This is an optimization exercise on Yosys and OpenROAD, whose aim is small area, a short achievable clock period and few clock cycles, not a production implementation.
RTL that was checked went through simulation tests only; none was proved equivalent to the original.
No activity file was given, so power comes from the tool's default toggle rates.

Design lay_dpu, start of the top module:
module lay_dpu (
    input  wire        clk,
    input  wire        rst,           
    input  wire        cmd_valid,
    output wire        cmd_ready,
    input  wire [5:0]  cmd_op,
    input  wire [1:0]  cmd_acc,       
    input  wire [1:0]  cmd_lanes,     
    input  wire [1:0]  cmd_part,      
    input  wire [2:0]  cmd_t,         
    input  wire        cmd_sat,
    input  wire        cmd_rnd,       
    input  wire        cmd_int,       
    input  wire        cmd_trk,       
    input  wire [23:0] cmd_a,
    input  wire [23:0] cmd_b,
    input  wire [23:0] cmd_c,
    input  wire [23:0] cmd_d,
    input  wire [23:0] cmd_e,
    output reg         rsp_valid,
    output reg  [23:0] rsp_data,
    output reg         rsp_annul,
    output reg  [5:0]  rsp_flags,
    output reg  [4:0]  rsp_bx
);
For scale: roughly 8400 cells after synthesis, about 690 flip-flops, about 180 I/O pins.
==> flow/config.mk <==
export PLATFORM = sky130hd
export DESIGN_NAME = lay_dpu
export DESIGN_NICKNAME = lay_dpu
export VERILOG_FILES = /design/flow/design.v
export SDC_FILE = /design/flow/constraint.sdc
export NUM_CORES = 8
export LEC_CHECK = 0
export ABC_AREA = 1
export CAP_MARGIN = 20
export CORE_MARGIN = 2
export CORE_UTILIZATION = 30
export CTS_CLUSTER_DIAMETER = 120
export CTS_CLUSTER_SIZE = 22
export PLACE_DENSITY = 0.5
export SLEW_MARGIN = 20
==> flow/constraint.sdc <==
create_clock -name core_clock -period 20.0 [get_ports {clk}]
set_input_delay 4.0000 -clock core_clock [delete_from_list [all_inputs] [get_ports {clk}]]
set_output_delay 4.0000 -clock core_clock [all_outputs]
set_load 0.01 [all_outputs]
standard.sh (not shown) runs the stock make flow with config.mk's settings and CLKGATE_MAP_FILE= SYNTH_SCRIPT=/design/flow/synth_recipe.tcl, a recipe that flattens the netlist after the stock synthesis.
==> flow/flow/run.sh <==
#!/bin/bash
# Layout flow: the standard flow (standard.sh), with ORFS's timing
# repair asked to leave a setup margin (so that it sizes and buffers the
# paths that set the achieved period) and the ports buffered with buf_2.
export SETUP_SLACK_MARGIN=14.8
export BUFFER_PORTS_ARGS="-buffer_cell sky130_fd_sc_hd__buf_2"
bash standard.sh > standard.log 2>&1
Then changed:
==> flow/flow/run.sh (replaced) <==
#!/bin/bash
# Layout flow: the standard flow (standard.sh), with ORFS's timing
# repair asked to leave a setup margin (so that it sizes and buffers the
# paths that set the achieved period) and the ports buffered with buf_4.
export SETUP_SLACK_MARGIN=14.9
export BUFFER_PORTS_ARGS="-buffer_cell sky130_fd_sc_hd__buf_4"
bash standard.sh > standard.log 2>&1
Total power climbs by 4.0%.
Wire length climbs by 3.0%.
Utilization climbs by 0.81 points.
Critical path depth drops by 5.
Design area climbs by 2.3%.
Die area does not change.
Sequential share of layout area drops by 0.41 points.
No run of this note included a check of the RTL's function; only the layout flow was run.


lay_dpu, a different RTL version from the one above (not shown whole).
For scale: ~8400 cells after synthesis.
export LEC_CHECK = 0
export ABC_AREA = 1
export CAP_MARGIN = 20
export CORE_MARGIN = 2
export CORE_UTILIZATION = 30
export CTS_CLUSTER_DIAMETER = 120
export CTS_CLUSTER_SIZE = 22
export PLACE_DENSITY = 0.45
export SLEW_MARGIN = 20
create_clock -name core_clock -period 20.0 [get_ports {clk}]
==> flow/flow/run.sh <==
#!/bin/bash
# Layout flow: the standard flow (standard.sh), with ORFS's timing
# repair asked to leave a setup margin (so that it sizes and buffers the
# paths that set the achieved period) and the ports buffered with buf_4.
export SETUP_SLACK_MARGIN=14.95
export BUFFER_PORTS_ARGS="-buffer_cell sky130_fd_sc_hd__buf_4"
bash standard.sh > standard.log 2>&1
Testbench counts at the start, summed over its fixed seeds: cycles 11,472.
==> next run, changes <==
CORE_UTILIZATION = 28   (was 30)
PLACE_DENSITY = 0.5   (was 0.45)
Critical path depth stays the same.
Via count climbs by 0.56%.
Worst hold slack is better by 0.0038 ns.
Die area came out higher by 7.1%.


lay_dpu again, from the RTL that the note above started with.
Settings: LEC_CHECK=0, ABC_AREA=1, CAP_MARGIN=20, CORE_MARGIN=2, CORE_UTILIZATION=30, CTS_CLUSTER_DIAMETER=120, CTS_CLUSTER_SIZE=22, PLACE_DENSITY=0.6, SLEW_MARGIN=20; clock period 20.0 ns.
==> flow/flow/run.sh <==
#!/bin/bash
# Layout flow: the standard flow (standard.sh), with ORFS's timing
# repair asked to leave a setup margin (so that it sizes and buffers the
# paths that set the achieved period) and the ports buffered with buf_4.
export SETUP_SLACK_MARGIN=14.9
export BUFFER_PORTS_ARGS="-buffer_cell sky130_fd_sc_hd__buf_4"
bash standard.sh > standard.log 2>&1
The starting point ran to the end with no violations.
Testbench counts at the start, summed over its fixed seeds: cycles 11,472.
Then changed:
- ABC_AREA: 1 -> default
- PLACE_DENSITY: 0.6 -> 0.5
Effect:
- via count went down by 10%
- area after synthesis decreases by 0.42%
- wire length went down by about 4%
- final area goes up by about 1.5%
- synthesized cell count shrinks by about 18%
- clock skew came out lower by 0.011 ns
- first-iteration DRC count went down by about 10%
- total power is about the same
- setup slack is worse by 0.066 ns
Then changed:
==> flow/flow/run.sh (replaced) <==
#!/bin/bash
# Layout flow: the standard flow (standard.sh), with ORFS's timing
# repair asked to leave a setup margin (so that it sizes and buffers the
# paths that set the achieved period) and the ports buffered with buf_4.
export SETUP_SLACK_MARGIN=14.8
export BUFFER_PORTS_ARGS="-buffer_cell sky130_fd_sc_hd__buf_4"
bash standard.sh > standard.log 2>&1
- ABC_AREA: default -> 1
=>
- routed wire length climbs by 2.9%
- via count climbs by about 9%
- flip-flop and latch count is unchanged
- sequential power stays flat
- clock-buffer cell count drops by 1
- area after synthesis climbs by about 0.4%
- synthesized cell count climbs by 22%
- worst setup slack is better by 0.034 ns
- global-route usage climbs by 0.84 points
- power climbs by 0.63%


== before ==
Another version of the RTL of lay_dpu (not shown whole).
Size: ~8600 cells after synthesis, roughly 690 flip-flops, ~180 I/O pins, roughly 61000 um^2 of cells after synthesis.
clock: 20.0 ns
lec_check: 0
abc_area: 1
cap_margin: 20
core_margin: 2
core_utilization: 30
place_density: 0.5
slew_margin: 20
==> flow/flow/run.sh <==
#!/bin/bash
# Layout flow: the standard flow (standard.sh), with ORFS's timing
# repair asked to leave a setup margin (so that it sizes and buffers the
# paths that set the achieved period) and the ports buffered with buf_4.
export SETUP_SLACK_MARGIN=14.8
export BUFFER_PORTS_ARGS="-buffer_cell sky130_fd_sc_hd__buf_4"
bash standard.sh > standard.log 2>&1
Relative to before, the following input files were edited for after:
- ABC_AREA no longer set, was 1
==> comparison <==
Of before and after, the run reporting the higher clock share of power was before. Side by side, power turned out lower in after than in before. Looking at global-route usage, after sits 0.95 points below before. Against before, after reports a non-clock inverter total of the final layout that is lower. Between after and before, the combinational group share of total power does not differ in any meaningful way. Diff before -> after | relative area change from synthesis to final layout | increase of 0.46 points. When after is measured against before, its routed length on met1 turns out 5.2 mm lower.
Function was not checked in any run of this note: the RTL went through the layout flow alone.

[what the ideal ports hide]
How much do the figures lean on ideal ports? The routed layouts below were timed once more, with nothing changed but the port constraints. Step 1, drivers: a clkbuf_16 drives clk and a buf_2 each remaining input, both assumed. Step 2 also shifts input and output timing later by t, the mid clock arrival at the registers, as if the neighbouring blocks saw the same clock. Three values: ideal, step 1, step 2; two values: the first two.
run	t, ns	setup slack, ns	hold WS [ns]	worst register clock-pin slew, ns
the first run of note 1	0.740	14.662 / 14.662 / 14.526	0.335 / 0.335 / 0.335	0.11 / 0.11
the second run of note 1	0.742	14.637 / 14.637 / 14.574	0.336 / 0.336 / 0.336	0.11 / 0.11
the first run of note 2	0.756	14.736 / 14.645 / 14.628	0.331 / 0.331 / 0.331	0.11 / 0.11
the second run of note 2	0.758	14.771 / 14.683 / 14.625	0.335 / 0.335 / 0.335	0.11 / 0.11
the first run of note 3	0.754	14.757 / 14.672 / 14.524	0.333 / 0.333 / 0.333	0.10 / 0.10
the second run of note 3	0.763	14.690 / 14.675 / 14.690	0.332 / 0.332 / 0.332	0.11 / 0.11
the third run of note 3	0.736	14.725 / 14.715 / 14.406	0.329 / 0.329 / 0.329	0.11 / 0.11
before	0.791	13.376 / 13.395 / 12.604	0.311 / 0.311 / 0.311	0.09 / 0.09
after	0.829	13.734 / 13.756 / 12.927	0.327 / 0.327 / 0.327	0.09 / 0.09
After both steps setup and hold are still met in every run listed. For after, which loses most, drivers alone change the setup slack by +0.022 ns; drivers and shift together by -0.807 ns.
